This design comes from an exercise in tuning for small area, a short achievable clock period and few clock cycles per item on the open sky130 flow, not from production work. Function was checked by simulation only, so behaviour that the tests miss may differ from the original.

==> flow/design.v, too long to show whole: its modules and the start of the top module <==
// module tn48_check_engine: 1753 lines
module tn48_check_engine (
    input  wire         clk,
    input  wire         rst,           
    input  wire         ctx_wr,
    input  wire [127:0] ctx_wdata,
    output wire [127:0] ctx_rdata,
    output wire         idle,
    output reg          selfcheck,
    input  wire         in_valid,
    output wire         in_ready,
    input  wire [63:0]  in_data,       
    input  wire [3:0]   in_nbytes,     
    input  wire         in_last,       
    input  wire [63:0]  in_check,      
    output reg          res_valid,
    output reg  [63:0]  res_crc,
    output wire         res_ok,
    output wire         res_pass
);
  // ...
==> flow/flow/run.sh <==
#!/bin/bash
# Layout: the standard flow (standard.sh, unchanged synthesis) with two
# changes to how the layout is made:
#  - the port buffers are sky130_fd_sc_hd__buf_2 instead of the default
#    delay-cell buffer;
#  - timing repair works to a setup margin of 14.5 ns instead of 0.3 ns, so it
#    sizes the design for about a 5.5 ns path; the clock and constraints are
#    the design's.
set -euo pipefail
export BUFFER_PORTS_ARGS="-buffer_cell sky130_fd_sc_hd__buf_2"
bash standard.sh SETUP_SLACK_MARGIN=14.5 finish > standard.log 2>&1
==> flow/standard.sh <==
#!/bin/bash
# synth_recipe.tcl (not shown) runs the flow's synth.tcl, then flattens the netlist and writes it again
# the make line also repeats each setting of config.mk as NAME=value (left out here)
make -C /OpenROAD-flow-scripts/flow DESIGN_CONFIG=/design/flow/config.mk WORK_HOME=/design/flow/orfs CLKGATE_MAP_FILE= SYNTH_SCRIPT=/design/flow/synth_recipe.tcl "${@:-finish}"
==> flow/config.mk <==
export PLATFORM = sky130hd
export DESIGN_NAME = tn48_check_engine
export DESIGN_NICKNAME = tn48_check_engine
export VERILOG_FILES = /design/flow/design.v
export SDC_FILE = /design/flow/constraint.sdc
export NUM_CORES = 4
export LEC_CHECK = 0
export CAP_MARGIN = 20
export CORE_MARGIN = 2
export CORE_UTILIZATION = 40
export PLACE_DENSITY = 0.6
export SETUP_SLACK_MARGIN = 0.3
export SLEW_MARGIN = 20
==> flow/constraint.sdc <==
create_clock -name core_clock -period 20.0 [get_ports {clk}]
set_input_delay 4.0000 -clock core_clock [delete_from_list [all_inputs] [get_ports {clk}]]
set_output_delay 4.0000 -clock core_clock [all_outputs]
set_load 0.01 [all_outputs]
==> results.py, run 1 <==
metrics = {
    "hold_path": {
        "min_from": "mode[1]$_SDFFE_PP0P_",
    },
    "critical_path": {
        "crit_slowest_cell": "xnor2_1",
        "critPathMostFrequentCell": "xnor2_1",
        "cpPeakStageDelay_ns": 0.75,
        "worst_ep_arrival_time_ns": 6.13,
    },
    "cells_and_area": {
        "clkCellAreaFrac_pct": 3.33,
        "multi_input_area_share_pct": 64.4,
        "n_all_buffers": 665,
        "insertedDiodeCount": 10,
        "inverters": 91,
    },
    "grt": {
        "gr-max-usage-layer": "met2",
        "grt_pass1_wl_mm": 289,
    },
    "logic_synthesis": {
        "synth_area_um2": 37100,
        "yosys_register_bits": 397,
        "synth_top_family_by_area": "XOR/XNOR gates",
        "ys_seq_area_share_pct": 21.4,
        "async_flop_share_pct": 0,
        "post-synth-top-count-cell": "xnor2_1",
    },
    "detailed_routing": {
        "wl_met1_mm": 81.4,
        "drc_errors": 0,
        "wl_met2_mm": 92.6,
    },
    "timing": {
        "clock_skew_ns": 0.0468,
        "period_needed_ns": 5.63,
    },
    "clock_network": {
        "cts_sinks": 397,
        "cts_max_level": 2,
        "clock-root-buffer": "clkbuf_16",
    },
    "die": {
        "die_h_um": 309,
    },
    "placed_design": {
        "portBuffers": 461,
    },
    "status": {
        "outcome": "finished clean",
    },
}
Testbench counts, summed over its fixed seeds: cycles 68,632, bytes 505,136.
==> run 2, diff against run 1 <==
--- a/flow/design.v
+++ b/flow/design.v
@@ -26,20 +26,19 @@
     reg        d_min;
     reg [3:0]  d_max;
     reg [12:0] alive_offset;
     reg        p64, p32, p16;
     reg        top;
     reg [7:0]  cnt_hi;
     reg [7:0]  cnt_lo;
     reg        cnt_clr;
-    reg [24:0] dlt;
+    wire [24:0] dlt = count;
     reg        dlt_z;
     reg        dlt_m;
-    reg        dlt_bad;
     reg        b_v;
     reg        b_last;
     reg [3:0]  b_nb;
     reg [7:0]  b_bv;           
     reg [7:0]  b_sel;          
     reg [63:0] b_data;
     reg [63:0] b_chk;          
     reg [1:0]  r_eq;
@@ -1685,69 +1684,58 @@
             mode         <= 2'b00;
             last_alive   <= 16'd0;
             d_min        <= 1'b1;
             d_max        <= 4'd1;
             alive_offset <= 13'd0;
             cnt_hi       <= 8'd0;
             cnt_lo       <= 8'd0;
             cnt_clr      <= 1'b0;
-            dlt          <= 25'd0;
             dlt_z        <= 1'b1;
             dlt_m        <= 1'b0;
-            dlt_bad      <= 1'b0;
             selfcheck    <= 1'b0;
         end else begin
             b_v       <= in_valid;
             res_valid <= b_v & b_last;
             r_upd     <= b_v & b_last & alive & d_in_win & ~ctx_wr;
             if (b_v) begin
                 cnt_hi  <= hi_nx;
                 cnt_lo  <= lo_nx;
                 cnt_clr <= b_last;
             end
             if (ctx_wr) begin
                 {running, count, poly, mode, last_alive, d_min, d_max, alive_offset} <= ctx_wdata;
                 p64     <= (wd_poly == 3'd1) || (wd_poly == 3'd2);
                 p32     <= (wd_poly == 3'd0);
                 p16     <= (wd_poly == 3'd3) || wd_poly[2];
                 top     <= 1'b0;
-                dlt_bad <= 1'b1;
                 if (ctx_bad)
                     selfcheck <= 1'b1;
             end else begin
                 if (upd_now)
                     last_alive <= {cnt_hi, cnt_lo};
-                if (dlt_bad) begin
-                    dlt     <= dlt_new;
-                    dlt_z   <= (dlt_new[24:3] == 22'd0);
-                    dlt_m   <= (&dlt_new[24:3]);
-                    dlt_bad <= 1'b0;
-                end else if (b_v) begin
-                    if (b_last) begin
-                        dlt   <= {12'd0, alive_offset};
-                        dlt_z <= (alive_offset[12:3] == 10'd0);
-                        dlt_m <= 1'b0;
-                    end else begin
-                        dlt   <= {dborrow ? dup_dec : dlt[24:3], dlo_nx[2:0]};
-                        dlt_z <= dborrow ? dup_one : dlt_z;
-                        dlt_m <= dborrow ? dlt_z : dlt_m;
-                    end
-                end
                 if (b_v) begin
                     if (b_last) begin
                         running <= init_v;
-                        count   <= 25'd0;
+                        count   <= {12'd0, alive_offset};
+                        dlt_z   <= (alive_offset[12:3] == 10'd0);
+                        dlt_m   <= 1'b0;
                     end else begin
                         running <= fold_top;
-                        count   <= count + {21'd0, b_nb};
+                        count   <= {dborrow ? dup_dec : dlt[24:3], dlo_nx[2:0]};
+                        dlt_z   <= dborrow ? dup_one : dlt_z;
+                        dlt_m   <= dborrow ? dlt_z : dlt_m;
                     end
                 end else if (in_valid && !top) begin
                     running <= run_top;
+                    count   <= dlt_new;
+                    dlt_z   <= (dlt_new[24:3] == 22'd0);
+                    dlt_m   <= (&dlt_new[24:3]);
                     top     <= 1'b1;
                 end else if (!in_valid && top) begin
                     running <= run_std;
+                    count   <= dlt_new;
                     top     <= 1'b0;
                 end
             end
         end
     end
 endmodule
==> flow/flow/run.sh (replaced) <==
#!/bin/bash
# Layout: the standard flow (standard.sh, unchanged synthesis) with these
# changes to how the layout is made:
#  - the port buffers are sky130_fd_sc_hd__buf_2 instead of the default
#    delay-cell buffer;
#  - timing repair works to a setup margin of 14.5 ns instead of 0.3 ns, so it
#    sizes the design for about a 5.5 ns path; the clock and constraints are
#    the design's;
#  - clock tree sinks are clustered up to 30 per buffer within 100 um.
set -euo pipefail
export BUFFER_PORTS_ARGS="-buffer_cell sky130_fd_sc_hd__buf_2"
bash standard.sh SETUP_SLACK_MARGIN=14.5 CTS_CLUSTER_SIZE=30 CTS_CLUSTER_DIAMETER=100 finish > standard.log 2>&1
==> run 2 against run 1 <==
Critical path depth shrank 1. Largest cell class unchanged. Still clean on timing, DRC and antenna. Synthesized cell count fell by 2.0%. Clock skew rose by 0.015 ns. Worst setup slack worse by 0.18 ns.
==> results.py, run 2 <==
metrics = {
    "status": {
        "outcome": "finished clean",
    },
    "die": {
        "dieWidth_um": 303,
        "die-area_um2": 91700,
        "die_h_um": 303,
        "core_area_um2": 88400,
        "start_util_pct": 40.4,
        "rows": 109,
        "num_io_pins": 463,
    },
    "detailed_routing": {
        "antenna_left": 0,
        "wl_mm": 224,
        "firstDrtPassIters": 11,
        "drc_errors": 0,
        "vias": 35538,
        "vias_per_cell": 6.36,
        "drt_iter0_drc": 6079,
        "post_drt_wl_per_cell_um": 40.0,
    },
    "logic_synthesis": {
        "synth_flop_cell": "dfxtp_1",
        "async_flop_share_pct": 0,
        "synth_cells": 3978,
        "synth-edff-count": 0,
        "synth_area_leader_cell": "xnor2_1",
        "syn_nets": 4284,
        "yosys_register_bits": 371,
        "synth_area_um2": 35700,
        "ys_seq_area_share_pct": 20.8,
        "yosysUniqueCellTypes": 84,
        "synthTopCellsByCount": "892 x xnor2_1, 371 x dfxtp_1, 370 x xor2_1, 269 x nand2_1, 253 x nor2_1",
        "syn_area_per_cell_um2": 8.98,
        "yosysWarnings": 1,
        "yosysTopAreaCellShare_pct": 21.9,
        "post-synth-top-count-cell": "xnor2_1",
        "synthTopCellsByArea": "xnor2_1 22%, dfxtp_1 21%, xnor3_1 9.7%, xor2_1 9.1%, a22oi_1 4.9%",
    },
    "cells_and_area": {
        "layout.cells.most_common": "xnor2_1",
        "nets": 4710,
        "final_cells": 5586,
        "drive_gt1_share_pct": 21.7,
        "design_area_um2": 41900,
        "final_cell_mix": "859 x xnor2_1, 459 x buf_2, 354 x xor2_1",
        "syn_to_final_growth_pct": 17.5,
    },
    "timing": {
        "rsz0062_at_grt": "yes",
        "hold_viol_final": 0,
        "worst_pin_slew_ns": 1.32,
        "final.period_utilization_pct": 29.1,
        "setup_viol": 0,
        "relSlewSlack_pct": 12.3,
        "fin_tns_setup_ns": 0,
        "maxSlewViolCount": 0,
        "clock_skew_ns": 0.0620,
        "period_needed_ns": 5.81,
        "clock.fmax_ghz": 0.172,
    },
    "critical_path": {
        "r2r_end": "r_eq[0]$_DFF_P_",
        "critPathKind": "register to register",
        "critPathRequiredTime_ns": 20.57,
        "worstSetupEndpoint": "r_eq[0]$_DFF_P_",
        "setup.worst_path.start": "running[41]$_SDFFE_PP0P_",
        "r2r-start": "running[41]$_SDFFE_PP0P_",
        "worst_ep_arrival_time_ns": 6.38,
        "cp-end-kind": "register",
        "r2r_setup_slack_ns": 14.19,
        "crit_fanout": 9,
        "worst-r2r-cell-count": 15,
        "start_kind": "register",
    },
    "grt": {
        "track_usage_pct": 47.5,
        "grt_max_degree": 81,
        "antenna_found_initial": 21,
        "overflow": 0,
        "first_global_vias": 32840,
        "grt_pass1_wl_mm": 294,
    },
    "placed_design": {
        "portBuffers": 461,
        "hpwl_mm": 175,
        "dp_cells": 5498,
        "finalWeightedCongestion": 1.11,
        "dpl_cell_area_um2": 39700,
    },
    "clock_network": {
        "cts_buffer_depth": 3,
        "numCtsBuffers": 19,
        "cts_tree": "done",
        "cts_max_level": 1,
        "cts_sinks": 371,
        "ctsHoldBuffers": 0,
        "clock-root-buffer": "clkbuf_16",
        "clk_pin_slew_ns": 0.12,
        "clk_latency_ns": 0.63,
    },
    "hold_path": {
        "hp-class": "register to register",
        "worstHoldPathCells": 2,
    },
    "job": {
        "drv_cap": 0,
    },
}
[run 2: changes by cell type after synthesis, moves of 29 or more]
| cell | before | now |
|---|---|---|
| xor2_1 | 420 | 370 |
| a221oi_1 | 73 | 30 |
| xnor2_1 | 852 | 892 |
| nand2b_1 | 9 | 44 |
| a221o_1 | 32 | 0 |
| a22oi_1 | 199 | 231 |
| a2111oi_0 | 6 | 35 |
[run 2: worst min-delay path by stage]
stage / from / endpoint
2_1_floorplan: cnt_clr$_SDFFE_PP0P_ / cnt_clr$_SDFFE_PP0P_
3_3_place_gp: selfcheck$_SDFFE_PP0P_ / selfcheck$_SDFFE_PP0P_
3_5_place_dp: selfcheck$_SDFFE_PP0P_ / selfcheck$_SDFFE_PP0P_
4_1_cts: count[4]$_SDFFE_PP0P_ / count[4]$_SDFFE_PP0P_
5_1_grt: count[4]$_SDFFE_PP0P_ / count[4]$_SDFFE_PP0P_
6_report: count[4]$_SDFFE_PP0P_ / count[4]$_SDFFE_PP0P_
[run 2: area by class of cell]
type                            instances  area (µm²)
Fill cell                            8638       46400
Clock inverter                         11         186
Timing Repair inverter                  1        5.00
Inverter                               87         330
Multi-Input combinational cell       3232       27600
Antenna cell                            7        17.5
Tap cell                             1165        1460
Sequential cell                       371        7520
Clock buffer                           20         479
Timing Repair Buffer                  692        4350
[run 2: cell families (layout without fill, tap and decap cells)]
logic type               after synthesis  count (layout)  share of synthesized area, %
flip-flops                           371             371                          20.8
other                                  1               8                        0.0105
buffers and inverters                378             811                          4.47
AO/OA/AOI/OAI                        777             778                          15.8
XOR/XNOR                            1479            1479                          44.2
adder cells (fa/ha/maj)               42              42                          1.53
multiplexers                          63              63                          1.78
AND/OR/NAND/NOR                      867             869                          11.4
[run 2: routing by layer]
layer	up-vias	wire length, µm	track usage [%]	share of wire, %
met5	-	80	0.414	0.036
met4	14	22900	37.7	10
met3	690	25100	13.3	11
met2	2825	93300	70.1	42
met1	17300	82300	58.2	37
li1	14709	-	-	-
[run 2: through the flow]
stage          setup slack (ns)  hold slack (ns)  util [%]
6_report                  14.19            0.489      47.5
5_1_grt                   14.24            0.515      47.4
4_1_cts                   14.33            0.488      46.9
3_5_place_dp              12.51            0.465      45.0
3_3_place_gp              12.53            0.447      44.9
2_1_floorplan             13.88            0.459         -
[run 2: what timing repair did]
action                                  CTS  global route
gates resized for setup                 151            47
setup buffers                            28            10
gates cloned                              6             2
endpoints found under the setup margin  126            99
pin swaps                                18             5
[run 2: worst max-delay path, cell delays in order, from the launching register on]
cell,delay (ns)
dfxtp_1,0.33
buf_4,0.25
xor2_1,0.50
a22oi_1,0.19
nand2_2,0.58
xnor2_4,0.32
xnor2_1,0.67
xnor2_1,0.19
xnor2_1,0.18
xnor2_1,0.60
xnor2_1,0.31
o211ai_1,0.66
xor2_1,0.15
a2111o_1,0.41
nor4_1,0.16
and4_1,0.21
Testbench counts of run 2, summed over its fixed seeds: cycles 68,632, bytes 505,136.

-- afterwards: timing with drivers on the ports --
How much do the figures lean on ideal ports? The routed layouts below were timed once more, with nothing changed but the port constraints.
Step 1 (the two cells are an assumption about what drives the block):
set clk [get_ports {clk}]
set_driving_cell -lib_cell sky130_fd_sc_hd__clkbuf_16 $clk
set_driving_cell -lib_cell sky130_fd_sc_hd__buf_2 [delete_from_list [all_inputs] $clk]
Step 2 times the ports against the registers' clock, not the clock port: input delays grow and output delays shrink by t, the midpoint of the rising clock arrivals with the driver on.
a / b / c = no drivers / after step 1 / after step 2; a / b = the first two.
run | t (ns) | setup slack, ns | worst register clock-pin slew, ns
run 1 | 0.688 | 14.368 / 14.338 / 13.650 | 0.07 / 0.07
run 2 | 0.674 | 14.189 / 14.189 / 13.623 | 0.12 / 0.12
After both steps setup and hold are still met in every run listed. For run 1, which loses most, drivers alone change the setup slack by -0.030 ns; drivers and shift together by -0.718 ns.
